Context: an optimization exercise on an open-source flow, tuned for small area, a short achievable clock period and few clock cycles per item. The choices shown serve that exercise and are no tape-out recipe.
No functional check of the RTL was part of this run.

==> flow/design.v <==
module slot_decoder (
    input  wire        clk,
    input  wire        rst,
    input  wire [31:0] ovf_cap,
    input  wire        in_valid,
    output wire        in_ready,
    input  wire [63:0] in_data,
    output reg         out_valid,
    input  wire        out_ready,
    output reg         out_last,
    output reg  [2:0]  out_kind,
    output reg  [1:0]  out_row,
    output reg  [3:0]  out_col,
    output reg  [31:0] out_data
);
    localparam [2:0] K_OK      = 3'd0,
                     K_HEADER  = 3'd1,
                     K_OVERRUN = 3'd2,
                     K_PADDING = 3'd3,
                     K_RANGE   = 3'd4,
                     K_RAW_CRC = 3'd5,
                     K_RAW_IDX = 3'd6;
    localparam [2:0] S_IDLE = 3'd0,
                     S_DEC  = 3'd1,
                     S_PAD  = 3'd2,
                     S_RCHK = 3'd3,
                     S_RAW  = 3'd4,
                     S_STAT = 3'd5;
    reg [63:0] hdr;          
    reg        hdr_v;        
    reg [5:0]  in_rem;       
    reg        in_ovf;       
    reg        zacc;         
    reg [63:0] w0, w1;       
    reg [1:0]  qn;           
    wire hdr_bad   = (hdr[4:0] != 5'd0) || (hdr[7] && hdr[6:5] != 2'd0);
    wire to_queue  = in_ovf || (!hdr[7] && hdr[4:0] == 5'd0);
    assign in_ready = (in_rem == 6'd0) ? !hdr_v
                                       : (!to_queue || !qn[1]);
    wire take     = in_valid && in_ready;
    wire take_hdr = take && (in_rem == 6'd0);
    wire take_dat = take && (in_rem != 6'd0);
    wire push     = take_dat && to_queue;
    wire in_data_zero = (in_data == 64'd0);
    wire last_slot_beat = !in_ovf && (in_rem == 6'd1);
    wire raw_ok = (hdr[7:0] == 8'h80) && zacc && in_data_zero &&
                  (hdr[39:8] < ovf_cap);
    reg [2:0]  st;
    reg [5:0]  ptr;          
    reg [2:0]  wrem;         
    reg [5:0]  cnt;          
    reg [1:0]  ri;           
    reg        perr;         
    reg        pbad;         
    reg [15:0] crc;
    reg        rr_v;
    reg [1:0]  rr_t;         
    reg [9:0]  rm0, rm1, rm2, rm3;
    reg [5:0]  rr_c;
    reg [2:0]  rr_ek;        
    reg [1:0]  rr_ei;        
    reg [2:0]  rr_k;         
    wire advance = !out_valid || out_ready;
    wire rr_free = !rr_v || advance;
    wire [1:0] cy = cnt[1:0];
    wire [3:0] cj = cnt[5:2];
    wire [2:0] k  = hdr[16 + 3*cj +: 3];
    wire [63:0] lo  = (wrem != 3'd0) ? w0 : 64'd0;
    wire [63:0] hi  = (wrem[2:1] != 2'd0) ? w1 : 64'd0;
    wire [87:0] span = {hi[23:0], lo};
    wire [23:0] win = span[ptr +: 24];
    wire win_ok = (wrem == 3'd0) ||
                  (qn != 2'd0 && (wrem == 3'd1 || qn[1] || ptr <= 6'd40));
    function [4:0] sdec;     
        input [2:0] b;
        input [2:0] kk;
        input       zero;
        begin
            if (zero || kk == 3'd7)             sdec = {1'b1, 2'd0, 2'd0};
            else if (kk == 3'd0) begin
                if (!b[0])                      sdec = {1'b1, 2'd1, 2'd0};
                else if (!b[1])                 sdec = {1'b1, 2'd2, 2'd1};
                else if (!b[2])                 sdec = {1'b1, 2'd3, 2'd2};
                else                            sdec = 5'd0;
            end else if (kk == 3'd1) begin
                if (!b[0])                      sdec = {1'b1, 2'd2, 1'b0, b[1]};
                else if (!b[1])                 sdec = {1'b1, 2'd3, 1'b1, b[2]};
                else                            sdec = 5'd0;
            end else if (kk == 3'd2) begin
                if (!b[0])                      sdec = {1'b1, 2'd3, b[2], b[1]};
                else                            sdec = 5'd0;
            end else                            sdec = 5'd0;
        end
    endfunction
    wire first_cw = (cnt == 6'd0);       
    wire [4:0] d0 = sdec(win[2:0], k, first_cw);
    wire [3:0] o1 = {2'd0, d0[3:2]};
    wire [4:0] d1 = sdec(win[o1 +: 3], k, 1'b0);
    wire [3:0] o2 = o1 + {2'd0, d1[3:2]};
    wire [4:0] d2 = sdec(win[o2 +: 3], k, 1'b0);
    wire [3:0] o3 = o2 + {2'd0, d2[3:2]};
    wire [4:0] d3 = sdec(win[o3 +: 3], k, 1'b0);
    wire [3:0] fl = o3 + {2'd0, d3[3:2]};
    wire [6:0] f_end = {1'b0, ptr} + {3'd0, fl};
    wire f_over = (wrem == 3'd0) ? (fl != 4'd0) : (wrem == 3'd1 && f_end > 7'd64);
    wire fast = (ri == 2'd0) && d0[4] && d1[4] && d2[4] && d3[4] && !f_over;
    wire is_seed = first_cw && (ri == 2'd0);
    reg  [3:0] n_ones;
    integer q_i;
    always @* begin
        n_ones = 4'd15;
        for (q_i = 14; q_i >= 0; q_i = q_i - 1)
            if (!win[q_i]) n_ones = q_i[3:0];
    end
    wire        escape = (n_ones == 4'd15);
    wire [23:0] w_rem  = win >> (n_ones + 4'd1);
    wire [5:0]  rem    = w_rem[5:0] & ((6'd1 << k) - 6'd1);
    reg  [9:0]  m;
    reg  [4:0]  len;
    always @* begin
        if (is_seed || k == 3'd7) begin
            m   = 10'd0;
            len = 5'd0;
        end else if (escape) begin
            m   = {1'b0, win[23:15]};
            len = 5'd24;
        end else begin
            m   = ({6'd0, n_ones} << k) | {4'd0, rem};
            len = {1'b0, n_ones} + 5'd1 + {2'd0, k};
        end
    end
    wire [6:0] s_end  = {1'b0, ptr} + {2'd0, len};
    wire s_over  = (wrem == 3'd0) ? (len != 5'd0) : (wrem == 3'd1 && s_end > 7'd64);
    wire bad_esc = escape && !is_seed && k != 3'd7 && m == 10'd511;
    wire [63:0] pmask = ~((64'd1 << ptr) - 64'd1);
    wire        pnz   = (w0 & pmask) != 64'd0;
    function [15:0] crc16_4bytes;
        input [15:0] c_in;
        input [31:0] d;
        integer b, i;
        reg [15:0] c;
        begin
            c = c_in;
            for (b = 0; b < 4; b = b + 1) begin
                c = c ^ {d[8*b +: 8], 8'h00};
                for (i = 0; i < 8; i = i + 1)
                    c = c[15] ? ((c << 1) ^ 16'h1021) : (c << 1);
            end
            crc16_4bytes = c;
        end
    endfunction
    wire [31:0] raw_half = cnt[0] ? w0[63:32] : w0[31:0];
    wire [15:0] crc_nx   = crc16_4bytes(crc, raw_half);
    reg        p_push;       
    reg [1:0]  p_t;
    reg [2:0]  p_ek, p_k;
    reg [1:0]  p_pop;        
    reg [6:0]  p_end;        
    always @* begin
        p_push = 1'b0;
        p_t    = 2'd0;
        p_ek   = 3'd0;
        p_k    = 3'd0;
        p_pop  = 2'd0;
        p_end  = {1'b0, ptr};
        case (st)
        S_DEC: if (win_ok && rr_free) begin
            if (fast) begin
                p_push = 1'b1;
                p_end  = f_end;
            end else if (s_over) begin
                p_push = 1'b1;
                p_ek   = K_OVERRUN;
            end else if (bad_esc) begin
                p_push = 1'b1;
                p_ek   = K_RANGE;
            end else begin
                p_push = (ri == 2'd3);
                p_end  = s_end;
            end
            if (p_end[6] && wrem != 3'd0) p_pop = 2'd1;
        end
        S_PAD: if (wrem != 3'd0 && qn != 2'd0) p_pop = 2'd1;
        S_RAW: if (qn != 2'd0 && rr_free) begin
            p_push = 1'b1;
            p_t    = 2'd1;
            p_pop  = {1'b0, cnt[0]};
        end
        S_STAT: if (rr_free) begin
            p_push = 1'b1;
            p_t    = 2'd2;
        end
        default: ;
        endcase
    end
    reg [7:0]  pcol [0:3];   
    reg [2:0]  rk;           
    wire [1:0] pred = hdr[6:5];
    wire [7:0] seed = hdr[15:8];
    wire [1:0] ry   = rr_c[1:0];
    wire       rj0  = (rr_c[5:2] == 4'd0);
    function [9:0] resid;     
        input [9:0] mm;
        resid = mm[0] ? ~{1'b0, mm[9:1]} : {1'b0, mm[9:1]};
    endfunction
    wire [9:0] r0 = resid(rm0), r1 = resid(rm1), r2 = resid(rm2), r3 = resid(rm3);
    wire [7:0] u0 = out_data[7:0],   u1 = out_data[15:8],
               u2 = out_data[23:16], u3 = out_data[31:24];
    function [8:0] pix;       
        input [7:0] left;
        input [7:0] up;
        input [9:0] r;
        input [1:0] pr;
        input [7:0] sd;
        input       use_up;   
        input       use_left; 
        reg   [8:0] s;
        reg   [7:0] q;
        reg  [10:0] v;
        begin
            s = {1'b0, left} + {1'b0, up};
            if (pr == 2'd3)      q = sd;
            else if (use_left)   q = left;
            else if (use_up)     q = up;
            else if (pr == 2'd0) q = left;
            else if (pr == 2'd1) q = up;
            else                 q = s[8:1];
            v = {3'd0, q} + {r[9], r};
            pix = {v[10] | v[9] | v[8], v[7:0]};
        end
    endfunction
    wire [8:0] x0 = (rj0 && ry == 2'd0) ? {1'b0, seed}
                                        : pix(pcol[ry], u0, r0, pred, seed, rj0, ry == 2'd0);
    wire [8:0] x1 = pix(x0[7:0], u1, r1, pred, seed, 1'b0, ry == 2'd0);
    wire [8:0] x2 = pix(x1[7:0], u2, r2, pred, seed, 1'b0, ry == 2'd0);
    wire [8:0] x3 = pix(x2[7:0], u3, r3, pred, seed, 1'b0, ry == 2'd0);
    wire [3:0] bad = {x3[8], x2[8], x1[8], x0[8]};
    wire [3:0] bmask = (rr_ek == 3'd0) ? 4'b1111 : ((4'd1 << rr_ei) - 4'd1);
    wire       row_range = (bad & bmask) != 4'd0;
    integer i;
    always @(posedge clk) begin
        if (rst) begin
            hdr_v     <= 1'b0;
            in_rem    <= 6'd0;
            in_ovf    <= 1'b0;
            qn        <= 2'd0;
            st        <= S_IDLE;
            rr_v      <= 1'b0;
            rk        <= 3'd0;
            out_valid <= 1'b0;
        end else begin
            if (take_hdr) begin
                hdr    <= in_data;
                hdr_v  <= 1'b1;
                in_rem <= 6'd7;
                in_ovf <= 1'b0;
                zacc   <= (in_data[63:56] == 8'd0);
            end
            if (take_dat) begin
                in_rem <= in_rem - 6'd1;
                if (!in_data_zero) zacc <= 1'b0;
                if (last_slot_beat) begin
                    if (raw_ok) begin
                        in_rem <= 6'd32;
                        in_ovf <= 1'b1;
                    end
                end
            end
            if (p_pop[0]) begin
                w0 <= w1;
                if (push) begin
                    if (qn == 2'd1) w0 <= in_data;
                    else            w1 <= in_data;
                end
                qn <= qn - 2'd1 + {1'b0, push};
            end else if (push) begin
                if (qn == 2'd0) w0 <= in_data;
                else            w1 <= in_data;
                qn <= qn + 2'd1;
            end
            case (st)
            S_IDLE: if (hdr_v) begin
                ptr  <= 6'd0;
                wrem <= 3'd7;
                cnt  <= 6'd0;
                ri   <= 2'd0;
                perr <= 1'b0;
                pbad <= 1'b0;
                crc  <= 16'hFFFF;
                if (hdr_bad) begin
                    rr_k <= K_HEADER;
                    st   <= S_STAT;
                end else if (hdr[7]) begin
                    st   <= S_RCHK;
                end else begin
                    st   <= S_DEC;
                end
            end
            S_DEC: if (win_ok && rr_free) begin
                ptr <= p_end[5:0];
                if (p_pop[0]) wrem <= wrem - 3'd1;
                if (fast) begin
                    cnt <= cnt + 6'd1;
                    if (cnt == 6'd63) st <= S_PAD;
                end else if (s_over || bad_esc) begin
                    perr <= 1'b1;
                    st   <= S_PAD;
                end else begin
                    ri <= ri + 2'd1;
                    if (ri == 2'd3) begin
                        cnt <= cnt + 6'd1;
                        if (cnt == 6'd63) st <= S_PAD;
                    end
                end
            end
            S_PAD: begin
                if (wrem == 3'd0) begin
                    rr_k <= pbad ? K_PADDING : K_OK;
                    st   <= S_STAT;
                end else if (qn != 2'd0) begin
                    if (!perr && pnz) pbad <= 1'b1;
                    ptr  <= 6'd0;
                    wrem <= wrem - 3'd1;
                end
            end
            S_RCHK: begin
                if (in_ovf) begin
                    st <= S_RAW;
                end else if (in_rem == 6'd0) begin
                    rr_k <= zacc ? K_RAW_IDX : K_HEADER;
                    st   <= S_STAT;
                end
            end
            S_RAW: if (qn != 2'd0 && rr_free) begin
                crc <= crc_nx;
                cnt <= cnt + 6'd1;
                if (cnt == 6'd63) begin
                    rr_k <= (crc_nx == hdr[55:40]) ? K_OK : K_RAW_CRC;
                    st   <= S_STAT;
                end
            end
            S_STAT: if (rr_free) begin
                hdr_v <= 1'b0;
                st    <= S_IDLE;
            end
            default: st <= S_IDLE;
            endcase
            if (rr_v && advance) rr_v <= 1'b0;
            if (st == S_DEC && win_ok && rr_free && !fast) begin
                case (ri)
                2'd0: rm0 <= m;
                2'd1: rm1 <= m;
                2'd2: rm2 <= m;
                default: rm3 <= m;
                endcase
            end
            if (p_push) begin
                rr_v  <= 1'b1;
                rr_t  <= p_t;
                rr_c  <= cnt;
                rr_ek <= p_ek;
                rr_ei <= ri;
                if (p_t == 2'd2) rr_ek <= rr_k;
                if (st == S_DEC && fast) begin
                    rm0 <= {8'd0, d0[1:0]};
                    rm1 <= {8'd0, d1[1:0]};
                    rm2 <= {8'd0, d2[1:0]};
                    rm3 <= {8'd0, d3[1:0]};
                end
                if (p_t == 2'd1) begin
                    rm0 <= {2'd0, raw_half[7:0]};
                    rm1 <= {2'd0, raw_half[15:8]};
                    rm2 <= {2'd0, raw_half[23:16]};
                    rm3 <= {2'd0, raw_half[31:24]};
                end
            end
            if (advance) begin
                out_valid <= rr_v;
                if (rr_v) begin
                    out_last <= (rr_t == 2'd2);
                    case (rr_t)
                    2'd0: begin
                        out_row  <= ry;
                        out_col  <= rr_c[5:2];
                        out_data <= {x3[7:0], x2[7:0], x1[7:0], x0[7:0]};
                        pcol[ry] <= x3[7:0];
                        if (rk == 3'd0) begin
                            if (row_range)            rk <= K_RANGE;
                            else if (rr_ek != 3'd0)   rk <= rr_ek;
                        end
                    end
                    2'd1: begin
                        out_row  <= rr_c[5:4];
                        out_col  <= rr_c[3:0];
                        out_data <= {rm3[7:0], rm2[7:0], rm1[7:0], rm0[7:0]};
                    end
                    default: begin
                        out_kind <= (rk != 3'd0) ? rk : rr_ek;
                        rk       <= 3'd0;
                    end
                    endcase
                end
            end
        end
    end
endmodule
==> flow/run.sh <==
#!/bin/bash
# synth_recipe.tcl (not shown) runs the flow's synth.tcl, then flattens the netlist and writes it again
# the make line also repeats each setting of config.mk as NAME=value (left out here)
make -C /OpenROAD-flow-scripts/flow DESIGN_CONFIG=/design/flow/config.mk WORK_HOME=/design/flow/orfs CLKGATE_MAP_FILE= SYNTH_SCRIPT=/design/flow/synth_recipe.tcl finish
==> flow/config.mk <==
export PLATFORM = sky130hd
export DESIGN_NAME = slot_decoder
export DESIGN_NICKNAME = slot_decoder
export VERILOG_FILES = /design/flow/design.v
export SDC_FILE = /design/flow/constraint.sdc
export NUM_CORES = 4
export LEC_CHECK = 0
export CAP_MARGIN = 20
export CORE_MARGIN = 2
export CORE_UTILIZATION = 30
export PLACE_DENSITY = 0.5
export SLEW_MARGIN = 20
==> flow/constraint.sdc <==
create_clock -name core_clock -period 10.0 [get_ports {clk}]
set_input_delay 2.0000 -clock core_clock [delete_from_list [all_inputs] [get_ports {clk}]]
set_output_delay 2.0000 -clock core_clock [all_outputs]
set_load 0.01 [all_outputs]
==> run summary <==
routing by layer:
| metal | track usage, % | up-vias | share of wire [%] |
|---|---|---|---|
| met3 | 3.32 | 358 | 6.4 |
| met4 | 12.7 | 4 | 5.4 |
| met1 | 36.3 | 15500 | 42 |
| met5 | 0 | - | 0.018 |
| li1 | - | 14300 | - |
| met2 | 44.8 | 1457 | 46 |
state kept, by name, summed over array words and instances (netlist names), 10 cells and up, named ones only:
name	count
hdr	64
rm0	10
rm2	10
rm3	10
w1	64
pcol	32
w0	64
crc	16
out_data	32
rm1	10
Yosys cell counts (all sizes together), types with 9 or more instances:
cell type / n
a2111oi: 17
a211oi: 34
a21o: 40
a21oi: 198
a221oi: 21
a22oi: 17
a31oi: 38
and2: 19
and3: 19
buf: 81
clkbuf: 118
dfxtp: 20
edfxtp: 358
fa: 14
ha: 131
inv: 134
mux2: 76
mux2i: 185
mux4: 58
nand2: 294
nand2b: 29
nand3: 46
nand4: 31
nor2: 292
nor2b: 32
nor3: 160
nor4: 42
o211ai: 39
o21a: 14
o21ai: 192
o21bai: 17
o221a: 11
o221ai: 18
o22a: 30
o22ai: 86
o31ai: 9
or2: 28
or3: 17
xnor2: 141
xor2: 70
through the flow:
stage	cell area (um^2)	TNS (ns)
finish	43400	-652.61
global route	43400	-819.17
CTS	43200	-594.89
detailed placement	40700	-854.92
global placement	40700	-830.30
floorplan	32000	-730.57
critical path, delay by kind of cell, from the launching register on:
family | cells | cell delay, ns
flip-flops | 1 | 0.63
AND/OR/NAND/NOR | 14 | 2.44
adder cells (fa/ha/maj) | 7 | 2.07
buffers and inverters | 13 | 1.75
XOR/XNOR | 2 | 0.45
multiplexers | 6 | 2.23
AO/OA/AOI/OAI | 18 | 2.73
cell usage in the layout (no fill, tap or decap), types with 31 or more instances in the layout:
cell type / n
mux2_4: 63
mux2i_1: 180
a21oi_1: 181
nand3_1: 46
buf_4: 826
inv_1: 115
o211ai_1: 38
nor4_1: 35
a31oi_1: 37
a21o_1: 39
nand4_1: 31
o21ai_0: 164
nor2_1: 281
xor2_1: 69
ha_1: 122
clkbuf_16: 44
o22ai_1: 84
xnor2_1: 133
nand2_1: 286
clkdlybuf4s50_1: 143
edfxtp_1: 358
nor3_1: 139
mux4_2: 58
repair_timing:
action,4_1_cts,5_1_grt
endpoints found under the hold margin,0,0
resized for setup,116,29
endpoints found under the setup margin,296,311
pin swaps,9,16
gates cloned,9,3
setup buffers,31,7
cell type report:
class	instances	area [um^2]
timing repair buffer	1041	8930
inverter	137	524
fill	10200	60400
clock buffer	44	1050
tap	1380	1730
multi-input combinational	2591	19700
sequential	378	11200
clock inverter	32	358
final timing paths:
kind	slack (ns)	endpoint	start	cells after the start
min	0.53	in_rem[5]	in_rem[5]	2
max reg2reg	-2.59	w0[54]	ptr[1]	60
min reg2reg	0.53	in_rem[5]	in_rem[5]	2
max	-2.59	w0[54]	ptr[1]	60
cell families (layout without fill, tap and decap cells):
kind of cell | count (synthesis) | in the layout | share of synthesized area (%)
simple gates | 1042 | 1042 | 15.6
compound gates | 874 | 874 | 18.6
flops | 378 | 378 | 35.4
buf+inv | 336 | 1254 | 4.82
mux | 319 | 319 | 13.5
xor+xnor | 211 | 211 | 5.93
fa+ha+maj | 145 | 145 | 6.10
==> run summary <==
first-pass GRT wire length=between 200000 and 250000 um; Worst EP arrival=roughly 13 ns; Die Y=about 330 um; initial antenna violation count=2; top cell type's share of synthesized area=roughly 34%; Cell variety after synth=107; final WL=~150000 um; Max-Cap Viols=0; Synthesized Nets=about 3.6k; synth top area cells=edfxtp_1 (34%), mux2i_1 (5.9%), ha_1 (5.2%), mux4_2 (4.1%), xnor2_1 (3.9%); n_diodes=0; warnings from Yosys=1; grt total ovfl=0; Worst Tran Pin Value=around 1.1 ns; Clock Latency Late Sink=just over 0.6 ns; Cells after DPL=approximately 5.5k; max incr delay on CP=~0.63 ns; final core utilization=41.8%; worst path required time=roughly 10 ns; final non-filler cell total=between 5k and 6k; Area growth, synth to finish=37.8%; die area=roughly 0.11 mm^2; Port Buf Inserts=between 100 and 150; RePlAce Congestion=1.02; Vias/cell=around 5.6; DRC=0; fin crit share=126%; starting density of the core=30.3%; final hold violation count=0; H-tree depth=2; status=failed layout checks; final setup margin=-2.59 ns; highest achievable clock rate=0.0794 GHz; flops & latches, synth=around 380; CTS clk-pin slew, worst paths=roughly 0.07 ns; Max clock buf depth=3; fraction of layout cells with a size suffix above 1=30.8%; TritonCTS buffer count=41; via count=31.6k; register area share after synthesis=between 30% and 40%; Slew headroom=between 20% and 30%; EDFF count, synth=~360; cell accounting for the most synthesized area=edfxtp_1; critical path type=register to register; TritonRoute pass-1 iters=5; 1st-iter DRT viols=around 3.6k; gr usage total=a little over a quarter; Root Driver=clkbuf_16; final setup fails=roughly 300; Tmin final=about 13 ns; crit path capture type=register; drt wl/cell=27.1 um; post-layout net count=between 4k and 5k; Clock Sinks=between 300 and 400; RSZ-0062 raised after global routing=true; cts hold-fix bufs=0; Worst path slowest cell=edfxtp_1; critical path startpoint category=register; violated checks=setup timing; WHS=around 0.53 ns; # rows=118; Tightest Hold Check Type=register to register; CORE AREA=around 0.10 mm^2; largest net degree at the start of global routing=56; Gate Count Post-Synth=between 3k and 4k; Post-DP HPWL=around 120000 um; Die X=approximately 330 um; mean post-synth cell area=around 9.5 um^2; Place WS=-3.22 ns; ANT nets after route=0; Post-Syn Area=0.0315 mm^2; Post-synth ARST share=0%; io pins=between 100 and 150; vias in the first global route=approximately 31k; max-slew violations=0; Synth Flop Type=edfxtp_1; clk_skew=about 0.039 ns; crit-path most repeated cell=buf_4; CTS tree=built; worst-path fanout max=17

## what the ideal ports hide
In the flow no input, the clock included, has a driving cell. The finished layout below was timed again as built, in two steps.
Step 1 (the two cells are an assumption about what drives the block):
set clk [get_ports {clk}]
set_driving_cell -lib_cell sky130_fd_sc_hd__clkbuf_16 $clk
set_driving_cell -lib_cell sky130_fd_sc_hd__buf_2 [delete_from_list [all_inputs] $clk]
Step 2 also shifts input and output timing later by t, the mid clock arrival at the registers, as if the neighbouring blocks saw the same clock.
Three values: ideal ports, drivers, drivers and shift; two values: the first two.
t (ns): 0.653
setup slack, ns: -2.590 / -2.590 / -2.590
worst setup path after step 2: register to register
slew at the worst register clock pin (ns): 0.07 / 0.07
worst data-port slew with drivers (ns): 0.06
The setup slack of this run moves by 0.000 ns with the drivers and by 0.000 ns with both steps.
